From an optimization exercise on the open Yosys and OpenROAD flow, aimed at small area, a short achievable clock period and few clock cycles per item; shortcuts taken in it are not production practice.
Only the layout flow was run in this run; the RTL was not checked for function there.

### flow/config.mk
export PLATFORM = sky130hd
export DESIGN_NAME = chard_lane
export DESIGN_NICKNAME = chard_lane
export VERILOG_FILES = /design/flow/design.v
export SDC_FILE = /design/flow/constraint.sdc
export NUM_CORES = 4
export LEC_CHECK = 0
export CAP_MARGIN = 30
export CORE_MARGIN = 2
export CORE_UTILIZATION = 40
export SETUP_SLACK_MARGIN = 2.3
export SLEW_MARGIN = 30
### flow/constraint.sdc
create_clock -name core_clock -period 5.0 [get_ports {clk}]
set_input_delay 1.0000 -clock core_clock [delete_from_list [all_inputs] [get_ports {clk}]]
set_output_delay 1.0000 -clock core_clock [all_outputs]
set_load 0.01 [all_outputs]
### flow/design.v
module chard_lane (
    input  wire        clk,
    input  wire        rst,
    input  wire        cmd_valid,
    output wire        cmd_ready,
    input  wire        cmd_slot,       
    input  wire [63:0] cmd_seed,
    input  wire [63:0] cmd_index,      
    input  wire [15:0] cmd_epoch,      
    input  wire [9:0]  cmd_stream,     
    input  wire [15:0] cmd_op,         
    input  wire [63:0] cmd_pos,        
    input  wire [15:0] cmd_count,      
    output wire        out_valid,
    input  wire        out_ready,
    output wire [31:0] out_word,
    output wire [63:0] out_hash,       
    output wire        out_last,       
    output wire        out_wrap,       
    output wire        tbl_en,
    output wire [9:0]  tbl_addr_a,
    output wire [9:0]  tbl_addr_b,
    input  wire [31:0] tbl_data_a,
    input  wire [31:0] tbl_data_b
);
    localparam RPS = 1;                
    localparam NS  = 8 / RPS;          
    localparam J5  = 5 / RPS;          
    localparam [31:0] K6 = 32'h9E37_79B9;
    localparam [31:0] K7 = 32'h7F4A_7C15;
    wire adv = out_ready | ~out_valid;
    reg         pending;               
    reg         ready_r;               
    reg         g_busy;
    reg         g_slot;
    reg         g_first;
    reg  [63:0] g_pos;
    reg  [15:0] g_left;
    assign cmd_ready = ready_r;
    wire g_last  = (g_left == 16'd1);
    wire g_wrap  = g_slot & ~g_first & (g_pos[47:0] == 48'd0);
    wire [63:0] g_next_pos = g_slot ? {g_pos[63:48], g_pos[47:0] + 48'd1}
                                    : g_pos + 64'd1;
    wire take    = cmd_valid & ready_r;
    wire abort   = pending & ~cmd_valid;             
    wire vacc    = cmd_valid & ~pending & (~g_busy | (adv & g_last));
    wire        v  [0:NS+2];           
    wire        f  [0:NS+2];           
    wire        sp [0:NS+2];           
    wire        l  [0:NS+2];           
    wire        w  [0:NS+2];           
    assign v[0]  = g_busy;
    assign f[0]  = g_first;
    assign sp[0] = pending;
    assign l[0]  = g_last;
    assign w[0]  = g_wrap;
    wire keys_in = (J5 == 0) ? vacc : (adv & v[J5-1] & f[J5-1] & sp[J5-1]);
    always @(posedge clk) begin
        if (rst) begin
            pending <= 1'b0;
            ready_r <= 1'b0;
            g_busy  <= 1'b0;
        end else begin
            if (take | abort) begin
                pending <= 1'b0;
                ready_r <= 1'b0;
            end else begin
                if (vacc)
                    pending <= 1'b1;
                if (keys_in)
                    ready_r <= 1'b1;
            end
            if (abort)
                g_busy <= 1'b0;
            else if (vacc)
                g_busy <= 1'b1;
            else if (g_busy & adv & g_last)
                g_busy <= 1'b0;
        end
    end
    wire g_load = ~g_busy | g_last;
    always @(posedge clk) begin
        if (~g_busy | adv) begin
            g_slot  <= g_load ? cmd_slot : g_slot;
            g_first <= g_load;
            g_pos   <= g_load ? cmd_pos : g_next_pos;
            g_left  <= g_load ? cmd_count : g_left - 16'd1;
        end
    end
    reg  [31:0] kb0, kb1, kb2, kb3;
    reg  [25:0] kb4;                   
    reg  [15:0] kb5;                   
    reg         kb5s;                  
    wire [31:0] k4 = {kb4[25:10], 6'd0, kb4[9:0]};
    wire [31:0] k5 = {6'd0, kb5s, ~kb5s, 8'h00, kb5};
    function kload;
        input integer i;
        begin
            if (i / RPS == 0) kload = ~g_busy | (adv & g_last);
            else kload = adv & v[i/RPS-1] & f[i/RPS-1] & sp[i/RPS-1];
        end
    endfunction
    always @(posedge clk) begin
        if (kload(0)) kb0 <= cmd_seed[31:0];
        if (kload(1)) kb1 <= cmd_seed[63:32];
        if (kload(2)) kb2 <= cmd_slot ? 32'd0 : cmd_index[31:0];
        if (kload(3)) kb3 <= cmd_slot ? 32'd0 : cmd_index[63:32];
        if (kload(4)) kb4 <= cmd_slot ? 26'd0 : {cmd_epoch, cmd_stream};
        if (kload(5)) begin
            kb5  <= cmd_slot ? 16'd0 : cmd_op;
            kb5s <= cmd_slot;
        end
    end
    function [31:0] key_of;
        input integer i;
        begin
            case (i)
                0: key_of = kb0;
                1: key_of = kb1;
                2: key_of = kb2;
                3: key_of = kb3;
                4: key_of = k4;
                5: key_of = k5;
                6: key_of = K6;
                default: key_of = K7;
            endcase
        end
    endfunction
    function [63:0] round;
        input [31:0] a, b, k;
        reg   [31:0] s;
        begin
            s     = {a[7:0], a[31:8]} + b;
            round = {s ^ k, s ^ ({b[28:0], b[31:29]} ^ k)};
        end
    endfunction
    wire [31:0] sa [0:NS];             
    wire [31:0] sb [0:NS];
    assign sa[0] = g_pos[63:32];
    assign sb[0] = g_pos[31:0];
    genvar gs, gr;
    generate
        for (gs = 1; gs <= NS; gs = gs + 1) begin : st
            reg  [31:0] ra, rb;
            reg         rv, rf, rsp, rl, rw;
            wire [63:0] h [0:RPS];
            assign h[0] = {sa[gs-1], sb[gs-1]};
            for (gr = 0; gr < RPS; gr = gr + 1) begin : rn
                assign h[gr+1] = round(h[gr][63:32], h[gr][31:0],
                                       key_of((gs - 1) * RPS + gr));
            end
            always @(posedge clk) begin
                if (rst)
                    rv <= 1'b0;
                else if (adv)          
                    rv <= v[gs-1] & ~(abort & sp[gs-1]);
                else if (abort & rsp)
                    rv <= 1'b0;
                if (take)
                    rsp <= 1'b0;
                else if (adv)
                    rsp <= sp[gs-1];
            end
            always @(posedge clk)
                if (adv) begin
                    ra <= h[RPS][63:32];
                    rb <= h[RPS][31:0];
                    rf <= f[gs-1];
                    rl <= l[gs-1];
                    rw <= w[gs-1];
                end
            assign sa[gs] = ra;
            assign sb[gs] = rb;
            assign v[gs]  = rv;
            assign f[gs]  = rf;
            assign sp[gs] = rsp;
            assign l[gs]  = rl;
            assign w[gs]  = rw;
        end
    endgenerate
    reg  [31:0] t_a, t_b;
    reg  [31:0] o_word;
    reg  [63:0] o_hash;
    reg         t_v, t_l, t_w, o_v, o_l, o_w;
    reg         fresh;
    reg  [31:0] d_word;
    assign tbl_en     = v[NS];
    assign tbl_addr_a = sb[NS][9:0];
    assign tbl_addr_b = sb[NS][19:10];
    wire [63:0] tb_dbl = {tbl_data_b, tbl_data_b} << t_b[24:20];
    always @(posedge clk) begin
        if (rst) begin
            t_v <= 1'b0;
            o_v <= 1'b0;
        end else if (adv) begin
            t_v <= v[NS];
            o_v <= t_v;
        end
    end
    wire [31:0] t_word = tbl_data_a ^ tb_dbl[63:32] ^ t_a;
    always @(posedge clk) begin
        fresh <= adv;
        if (fresh)
            d_word <= t_word;
    end
    always @(posedge clk)
        if (adv) begin
            t_a    <= sa[NS];
            t_b    <= sb[NS];
            t_l    <= l[NS];
            t_w    <= w[NS];
            o_word <= fresh ? t_word : d_word;
            o_hash <= {t_a, t_b};
            o_l    <= t_l;
            o_w    <= t_w;
        end
    assign out_valid = o_v;
    assign out_word  = o_word;
    assign out_hash  = o_hash;
    assign out_last  = o_l;
    assign out_wrap  = o_w;
endmodule
### flow/flow/run.sh
#!/bin/bash
# The standard layout (standard.sh), with two synthesis changes that touch
# only the combinational mapping (registers are mapped exactly as in the
# standard synthesis, before either step):
#  - abc maps with a delay target (flow/abc_speed.script) in place of the
#    stock speed script;
#  - no full/half-adder extraction (ADDER_MAP_FILE empty), so abc sees the
#    adders as plain logic.
# Everything else is ORFS's own scripts, unchanged.
set -euo pipefail
here=$(pwd)
rm -rf "$here/scripts"
cp -r "$FLOW_HOME/scripts" "$here/scripts"
cp "$here/flow/abc_speed.script" "$here/scripts/abc_speed.script"
export SCRIPTS_DIR="$here/scripts"
export ADDER_MAP_FILE=
export BUFFER_PORTS_ARGS="-buffer_cell sky130_fd_sc_hd__buf_1"
bash "$here/standard.sh" > "$here/standard.log" 2>&1
### flow/flow/abc_speed.script
strash
dch -f
map -D 1400
buffer -c
topo
stime -c
upsize -c
dnsize -c
### flow/standard.sh
#!/bin/bash
# synth_recipe.tcl (not shown) runs the flow's synth.tcl, then flattens the netlist and writes it again
# the make line also repeats each setting of config.mk as NAME=value (left out here)
make -C /OpenROAD-flow-scripts/flow DESIGN_CONFIG=/design/flow/config.mk WORK_HOME=/design/flow/orfs CLKGATE_MAP_FILE= SYNTH_SCRIPT=/design/flow/synth_recipe.tcl "${@:-finish}"
==> run notes <==
[worst min path at each step]
stage	from	to	depth (start not counted)
after detailed placement	t_b[16]	o_hash[16]	0
after floorplan	t_b[0]	o_hash[0]	0
final	t_b[25]	o_hash[25]	0
after CTS	cmd_seed[44]	kb1[12]	1
after global routing	cmd_seed[53]	kb1[21]	1
after global placement	st[8].ra[29]	t_a[29]	0
[critical path, cell delays in order, from the launching register on]
cell	delay (ps)
edfxtp_1	490
nand2_1	150
inv_1	50
or2_2	290
nor3_1	210
nor2_1	110
o211ai_2	310
a21oi_1	240
o211ai_2	330
xor2_2	160
nand2_1	90
nand2_1	50
[metrics by stage]
stage	hold slack (ps)	worst slack (ps)	instance area, um^2
floorplan	400	803	56900
global placement	400	1400	60700
detailed placement	405	1300	60700
CTS	357	2190	65200
global route	401	2180	67400
finish	382	2280	67400
[timing repair]
action | in CTS | in global routing
pin swaps | 10 | 55
setup buffers | 31 | 123
cloned | 1 | 0
resized for setup | 113 | 348
setup endpoints to repair | 193 | 346
[cell families (layout without fill, tap and decap cells)]
| family | Yosys count | after routing | share of synthesized area, % |
|---|---|---|---|
| AOI/OAI and AO/OA | 917 | 917 | 9.61 |
| buffers and inverters | 787 | 1512 | 5.37 |
| and+or+nand+nor | 2681 | 2682 | 19.7 |
| other | 0 | 1 | 0 |
| xor gates and xnor gates | 832 | 832 | 13.3 |
| adders and majority gates | 1 | 1 | 0.0176 |
| DFF | 1003 | 1003 | 52.0 |
[placed cells by master (no fill, tap or decap), types with 56 or more instances in the layout]
cell type and count:
buf_4 176, xnor2_1 245, buf_1 438, and2_1 66, nor2_2 145, xor2_1 518
nand3_1 130, o21ai_0 278, nand4_1 56, inv_1 653, nor3_1 65, nor2_1 860
a21oi_1 246, clkbuf_16 112, o21ai_1 89, nand2_1 1178, edfxtp_1 949
[routing by layer]
metal | wire length [um] | part of all wire (%) | vias up | GRT usage [%]
li1 | - | - | 22020 | -
met1 | 84300 | 43 | 21938 | 34.7
met2 | 92100 | 48 | 1463 | 43.5
met3 | 10500 | 5.4 | 264 | 2.89
met4 | 6970 | 3.6 | 0 | 9.03
met5 | 0 | 0 | - | 0
[flip-flops by register name (all words and copies together), names as in the netlist, 4 cells and up]
name	count
d_word	32
st.rsp	8
kb3	32
st.rf	4
o_hash	64
st.rv	8
kb1	32
kb4	26
t_a	32
kb5	16
kb2	32
g_pos	64
st.rb	256
kb0	32
st.ra	256
t_b	32
st.rw	8
g_left	16
st.rl	8
o_word	32
[final cells by class]
type / count / area (um^2) / area share, %
diodes: 1 / 2.50 / 0.00371
clock buffers: 139 / 2950 / 4.38
clock inverters: 66 / 783 / 1.16
inverters: 679 / 2580 / 3.83
multi-input cells: 4432 / 26000 / 38.5
flip-flops and latches: 1003 / 29600 / 43.9
well taps: 1890 / 2360 / 3.51
repair buffers: 628 / 3200 / 4.74
==> run notes <==
status: finished clean
die width: 381 um
Startpoint Class: flop
most numerous cell in the Yosys netlist: nand2_1
CP Max Fanout: 3
Max-Cap Viols: 0
FF-to-FF End: st[7].rb[24]
initial antenna violation count: 3
DRT antenna net count: 0
Reg2Reg Depth: 11
Gate Count Post-Synth: 6221
Cell Area, Synth: 56900 um^2
Final TNS setup: 0 ps
NumNets Final: 7172
Reg clk slew, reported paths: 60 ps
vias: 45685
Crit. Startpoint: st[6].rb[2]
Async SR Flop Fraction: 0%
reg2reg setup slack: 2280 ps
worst setup path end: st[7].rb[24]
drt first pass iters: 5
H-Tree Level Count: 3
Ys Warns: 1
Avg Inst Size Synth: 9.14 um^2
min Tclk post-route: 2720 ps
Crit Path Class: reg2reg
number of global-route vias before repair: 43198
# rows: 138
Final Hold Viols: 0
final non-filler cell total: 8838
Crit path required time: 5500 ps
Synth Register Bits: 1003
first-pass GRT wire length: 278000 um
Ports: 440
Buffers on Ports: 439
Starting Density: 40.2%
TritonCTS buffer count: 109
Core Box Area: 141000 um^2
Seq/Total Area, Yosys: 52.0%
Die Y: 381 um
filler cell count in the final layout: 13551
CP Capture Type: flop
final setup violation count: 0
Clk Latency, worst-skew pair: 750 ps
Synth top area share: 50.1%
Commonest cells post-synth: 1191 x nand2_1, 1015 x nor2_1, 949 x edfxtp_1
clk sinks: 1003
hpwl dp: 157000 um
number of synthesized flops with an enable pin: 949
fmax: 368 MHz
largest net degree at the start of global routing: 174
vias per cell: 5.17
root buffer cell: clkbuf_16
Congestion Overflow GR: 0
die area: 145000 um^2
most area-hungry cell type in the Yosys netlist: edfxtp_1
CTS tree: yes
Worst-Margin Slew: 1040 ps
total track usage: 25.9%
Fin Clk Skew: 52.3 ps
slew margin rel.: 30.5%
area delta synth->final: 18.6%
cts hold-fix bufs: 0
RD Place Congestion: 0.990
DRC viols: 0
layout cells sized above 1: 12.0%
Starting DRT DRC Count: 3600
final period utilization: 54.4%
Mapped Nets: 6540
RSZ-0062 raised after global routing: true
post-layout util: 47.7%
maximum root-to-sink buffer count: 3
worst r2r src: st[6].rb[2]
worst path arrival time: 3220 ps
min-delay worst type: reg2reg
synth unique cells: 86
WL final: 194000 um
Inst Count DP: 8475
Pins Over Slew Limit: 0
Main synth FF type: edfxtp_1
ranking of synthesized cells by area: edfxtp_1 50%, xor2_1 8.5%, nand2_1 7.9%
drt wl/cell: 21.9 um

-- static timing again, ports no longer ideal --
Ports are ideal in the flow. The routed layout listed here was re-timed in OpenROAD. Step 1 assumes that a clkbuf_16 drives the clock port and a buf_2 every other input. Step 2 adds t to the input delays and takes it off the output delays; t is the mean of the earliest and latest rising clock arrival at the registers after step 1. Input paths then give back, and output paths get back, about the clock's delay inside the block. Three values: ideal ports, drivers, drivers and shift; two values: the first two.
shift t [ns]: 0.805
slack for setup (ns): 2.279 / 2.279 / 1.658
hold WS [ns]: 0.382 / 0.358 / 0.382
worst slew at a driven data input, ns: 0.13
After both steps this run still meets setup and hold. For this run, drivers alone change the setup slack by 0.000 ns; drivers and shift together by -0.621 ns.
